What follows belongs to an exercise in optimizing a design on an open flow for small area, a short achievable clock period and few clock cycles; a production flow would make more cautious choices. Only simulation tests tie the RTL to the original design; equivalence was not proved.

==> 12-15 <==
Design nib_law, start of the top module:
module nib_law (
    input  wire        clk,
    input  wire        rst,           
    input  wire        start,         
    input  wire        op_init,       
    input  wire        keep_hist,     
    input  wire        clear,         
    input  wire        outer,         
    input  wire        ff_en,
    input  wire [3:0]  outer_shift,   
    input  wire [3:0]  inner_shift,   
    input  wire [31:0] b0,
    input  wire [31:0] b1,
    input  wire [31:0] b2,
    input  wire [31:0] a1,
    input  wire [31:0] a2,
    input  wire [31:0] kp,
    input  wire [31:0] ki,
    input  wire [31:0] ff_gain,
    input  wire [31:0] d_min,
    input  wire [31:0] d_max,
    input  wire [31:0] lo,
    input  wire [31:0] hi,
    input  wire [31:0] e_o,           
    input  wire [31:0] i_set,         
    input  wire [31:0] i_n,           
    input  wire [31:0] v,             
    input  wire [31:0] vbus,          
    input  wire [19:0] period,        
    output wire        ready,
    output reg         done,
    output wire [31:0] d_out,
    output wire [19:0] on_out,
    output wire [31:0] iref_out,
    output wire [31:0] integ_out,
    output reg  [9:0]  flags
);
    localparam signed [31:0] QMAX = 32'sh7FFF_FFFF;
  ...
clock: 22.0 ns
lec_check: 0
cap_margin: 20
core_margin: 2
core_utilization: 30
place_density: 0.5
slew_margin: 20
run.sh (not shown) runs the stock make flow with config.mk's settings and CLKGATE_MAP_FILE= SYNTH_SCRIPT=/design/flow/synth_recipe.tcl, a recipe that flattens the netlist after the stock synthesis.
==> inputs of 04-06, as changes to 12-15 <==
--- a/flow/design.v
+++ b/flow/design.v
@@ -77,15 +77,14 @@
     reg        busy;
     reg [3:0]  pc;
     assign ready = !busy;
     wire       acc_go = start && !busy;
     reg        r_init, r_keep, r_outer, r_ffen;
     reg [3:0]  r_ish;
     reg signed [31:0] r_b0, r_b1, r_b2, r_a1, r_a2, r_kp, r_ki;
-    reg signed [31:0] r_ffg, r_v;
     reg               r_dneg;             
     reg        [32:0] r_vd;               
     reg        [3:0]  r_s;                
     reg               r_bus_low;          
     reg signed [31:0] r_dmin, r_dmax, r_lo, r_hi;
     reg signed [31:0] r_e;                
     reg signed [31:0] r_in;
@@ -116,16 +115,16 @@
     reg  signed [32:0] mul_a, mul_b;
     reg                mneg;
     reg  signed [66:0] base;
     always @* begin
         mneg = 1'b0;
         case (pc)
             P_FF: begin      
-                mul_a = {r_ffg[31], r_ffg}; mul_b = {r_v[31], r_v};
-                mneg  = r_ffg[31] ^ r_v[31];
+                mul_a = {d_tp[31], d_tp}; mul_b = {d_n[31], d_n};
+                mneg  = d_tp[31] ^ d_n[31];
                 base  = {37'd0, r_vd[30:1]};
             end
             P_KP: begin mul_a = {r_kp[31], r_kp}; mul_b = {r_e[31], r_e}; base = 67'sd0; end
             P_KI: begin mul_a = {r_ki[31], r_ki}; mul_b = {r_e[31], r_e}; base = 67'sd0; end
             P_B1: begin mul_a = {r_b1[31], r_b1}; mul_b = {e1[31], e1};   base = 67'sd536870912; end
             P_B2: begin mul_a = {r_b2[31], r_b2}; mul_b = {e2[31], e2};   base = acc; end
             P_A1: begin mul_a = {r_a1[31], r_a1}; mul_b = {y1[31], y1};   base = acc; mneg = 1'b1; end
@@ -156,19 +155,18 @@
         end
         for (m = 0; m < 17; m = m + 1)
             mac = mac - (67'd1 << (34 + 2*m));
     end
     assign on_out = acc[49:30];
     reg  [35:0] d_s, d_c;
     reg  [3:0]  d_est;
-    reg  [30:0] d_tp, d_n;
+    reg  [31:0] d_tp, d_n;               
     reg         d_ovf, d_run, d_fin, d_ok;
     reg  [2:0]  d_cnt;
     reg         prev_ff;                  
-    reg  [30:0] ff_q;                     
     wire [64:0] x_n2   = {acc[63:0], r_vd[0]};
     wire [63:0] x_sh   = x_n2[63:0] << r_s;
     wire [32:0] den_ld = {r_vd[31:0], 1'b0} << r_s;
     wire [32:0] den    = prev_ff ? den_ld : r_vd;
     wire [35:0] add_p  = ~{3'd0, den};
     wire [35:0] add_n  = {3'd0, den};
     function [3:0] est_next;
@@ -186,16 +184,16 @@
     reg         q_p, q_z;
     reg  [35:0] s_2, c_2;                 
     reg  [1:0]  qp_2, qn_2;               
     integer k;
     always @* begin
         s_n  = d_s;
         c_n  = d_c;
-        tp_n = d_tp;
-        n_n  = d_n;
+        tp_n = d_tp[30:0];
+        n_n  = d_n[30:0];
         est  = d_est;
         s_2  = 36'd0;
         c_2  = 36'd0;
         qp_2 = 2'd0;
         qn_2 = 2'd0;
         for (k = 0; k < 5; k = k + 1) begin
             av   = {s_n[34:0], tp_n[30]};
@@ -240,59 +238,60 @@
     end
     wire [35:0] d_rem  = s_2 + c_2;
     wire [28:0] d_z    = d_tp[28:0] + ~d_n[28:0];
     wire [28:0] d_z1   = d_z + 29'd1;
     wire [2:0]  d_u    = 3'd4 + {qp_2[1], 1'b0} + {2'd0, qp_2[0]}
                               - {qn_2[1], 1'b0} - {2'd0, qn_2[0]} - {2'd0, d_rem[35]};
     wire [30:0] d_q    = {d_u[2] ? d_z1 : d_z, d_u[1:0]};
+    wire [30:0] ff_q   = d_tp[30:0];
     wire        ff_sat = d_ovf || (!r_dneg && (&ff_q));
     wire [31:0] ff_x   = !r_ffen ? 32'd0 :
                          ff_sat  ? (r_dneg ? QMIN : QMAX) :
                                    ({1'b0, ff_q} ^ {32{r_dneg}});
     wire        ff_ci  = r_ffen && !ff_sat && r_dneg;
     wire signed [31:0] ff_use = ff_x + {31'd0, ff_ci};
-    reg  signed [31:0] ff_r;              
     wire signed [47:0] pre_x = rnd_h({{14{h_kp[33]}}, h_kp} + {{16{integ[31]}}, integ}, g_kp, q_kp);
     wire signed [47:0] ic_x  = rnd_h({{14{acc[63]}}, acc[63:30]} + {{16{integ[31]}}, integ},
                                      acc[29:0] > 30'h2000_0000, acc[29:0] == 30'h2000_0000);
     wire signed [31:0] pre_s = sat48(pre_x);
     wire               upd   = (r_lo < pre_s) && (pre_s < r_hi) && !isp;
+    wire signed [31:0] lh_cl = clamp(r_init ? r_in : pre_s, r_lo, r_hi);
     wire signed [32:0] ei_dif = {iref[31], iref} - {r_in[31], r_in};
     wire signed [47:0] ei_sh  = {{15{ei_dif[32]}}, ei_dif} <<< r_ish;
     wire signed [36:0] y_h    = acc[66:30];
     wire               y_tneg = (acc[29:0] == 30'd0) && (y_h[36] || y_h == 37'sd0);
     wire               y_hi   = (y_h >= $signed({5'd0, QMAX}));
     wire               y_lo   = y_tneg ? (y_h <= $signed({5'h1f, QMIN}) + 37'sd1)
                                        : (y_h <= $signed({5'h1f, QMIN}));
     wire signed [31:0] y_a    = y_hi ? QMAX : y_lo ? QMIN : y_h[31:0];
     wire               y_t    = y_tneg && !y_hi && !y_lo;
     wire signed [32:0] draw_x = {y_a[31], y_a} + {ff_x[31], ff_x} + {32'd0, ff_ci} - {32'd0, y_t};
     wire signed [31:0] d_raw  = sat48({{15{draw_x[32]}}, draw_x});
-    wire               d_lt   = (d_raw < r_dmin);
-    wire               d_gt   = (d_raw > r_dmax);
-    wire signed [31:0] d_cl   = d_lt ? r_dmin : d_gt ? r_dmax : d_raw;
-    wire signed [47:0] y1_x   = {{16{dd[31]}}, dd} - {{16{ff_r[31]}}, ff_r};
-    wire signed [31:0] start_d = clamp(r_ffen ? ff_use : r_dmin, r_dmin, r_dmax);
+    wire signed [31:0] d_x    = !r_init ? d_raw : r_ffen ? ff_use : r_dmin;
+    wire               d_lt   = (d_x < r_dmin);
+    wire               d_gt   = (d_x > r_dmax);
+    wire signed [31:0] d_cl   = d_lt ? r_dmin : d_gt ? r_dmax : d_x;
+    wire signed [47:0] y1_x   = {{16{dd[31]}}, dd} - {{16{ff_use[31]}}, ff_use};
     wire fin_ok = !r_ffen || d_ok;
     always @(posedge clk) begin
         acc <= mac;
         prev_ff <= busy && (pc == P_FF) && !acc_go;
         if (prev_ff)
             d_ovf <= (acc[63:30] >= {1'b0, r_vd[31:0], 1'b0});
         if (prev_ff)
             r_vd <= den_ld;
         if (prev_ff || d_run) begin
             d_est <= est;
             d_s  <= s_n;
             d_c  <= c_n;
-            d_tp <= tp_n;
-            d_n  <= n_n;
+            d_tp <= {1'b0, tp_n};
+            d_n  <= {1'b0, n_n};
         end
         if (d_fin)
-            ff_q <= d_q;
+            d_tp <= {1'b0, d_q};              
         if (rst) begin
             busy  <= 1'b0;
             pc    <= P_ON;
             done  <= 1'b0;
             integ <= 32'sd0;
             e1    <= 32'sd0;
             e2    <= 32'sd0;
@@ -331,16 +330,16 @@
                 r_b0      <= b0;
                 r_b1      <= b1;
                 r_b2      <= b2;
                 r_a1      <= a1;
                 r_a2      <= a2;
                 r_kp      <= kp;
                 r_ki      <= ki;
-                r_ffg     <= ff_gain;
-                r_v       <= v;
+                d_tp      <= ff_gain;
+                d_n       <= v;
                 r_dneg    <= (ff_gain != 32'd0) && (v != 32'd0) && (ff_gain[31] ^ v[31]);
                 r_vd      <= {2'd0, vb_in};
                 r_s       <= s_in;
                 r_bus_low <= blow_in;
                 r_dmin    <= d_min;
                 r_dmax    <= d_max;
                 r_lo      <= lo;
@@ -374,38 +373,37 @@
                                 integ <= sat48(ic_x);
                         end
                         pc <= P_B2;
                     end
                     P_B2: begin
                         if (eval_outer) begin
                             asat <= asat | at_bound48(pre_x);
-                            iref <= clamp(pre_s, r_lo, r_hi);
+                            iref <= lh_cl;
                         end
                         pc <= P_A1;
                     end
                     P_A1: begin
                         oal  <= r_outer && ((iref == r_lo) || (iref == r_hi));
                         r_e  <= sat48(ei_sh);
                         asat <= asat | at_bound48(ei_sh);
                         pc   <= P_A2;
                     end
                     P_A2:  pc <= P_B0;
                     P_B0:  pc <= P_FIN;
                     P_FIN: if (fin_ok) begin
-                        ff_r <= ff_use;
                         if (r_init) begin
-                            dd <= start_d;
+                            dd <= d_cl;
                             if (!r_keep) begin
                                 e1  <= 32'sd0;
                                 e2  <= 32'sd0;
                                 y1  <= 32'sd0;
                                 y2  <= 32'sd0;
                                 isp <= 1'b0;
                             end
-                            integ <= clamp(r_in, r_lo, r_hi);
+                            integ <= lh_cl;
                         end else begin
                             dd   <= d_cl;
                             e2   <= e1;
                             e1   <= r_e;
                             y2   <= y1;
                             isp  <= d_lt | d_gt;
                             flags[9] <= oal;
CORE_UTILIZATION = 55   (was 30)
PLACE_DENSITY = 0.7   (was 0.5)
==> summary of the runs <==
12-15 completed without violations. 04-06 went through all stages and came out clean.
Synthesized area: 12-15 is higher than 04-06 (about 4.4%).
In 12-15 the core utilization is lower than in 04-06, by 27 points.
Flip-flop and latch count: 12-15 is higher than 04-06 (123).
Against 04-06, the critical path depth of 12-15 is lower by 6.
Against 04-06, the sequential share of layout area of 12-15 is higher by 1.8 points.
Testbench counts of 12-15, summed over its fixed seeds: cycles 34,611.
Testbench counts of 04-06, summed over its fixed seeds: cycles 34,611.

[what the ideal ports hide]
Ports are ideal in the flow. The routed layouts listed here were re-timed in OpenROAD. Step 1, drivers: a clkbuf_16 drives clk and a buf_2 each remaining input, both assumed. Step 2 times the ports against the registers' clock, not the clock port: input delays grow and output delays shrink by t, the midpoint of the rising clock arrivals with the driver on. Three values: ideal ports, drivers, drivers and shift; two values: the first two.
run	t (ns)	slack for setup (ns)	worst register clock-pin slew, ns
12-15	0.935	8.378 / 8.378 / 8.378	0.07 / 0.07
04-06	0.902	8.120 / 8.120 / 8.120	0.07 / 0.07
After both steps every run listed still meets setup and hold.
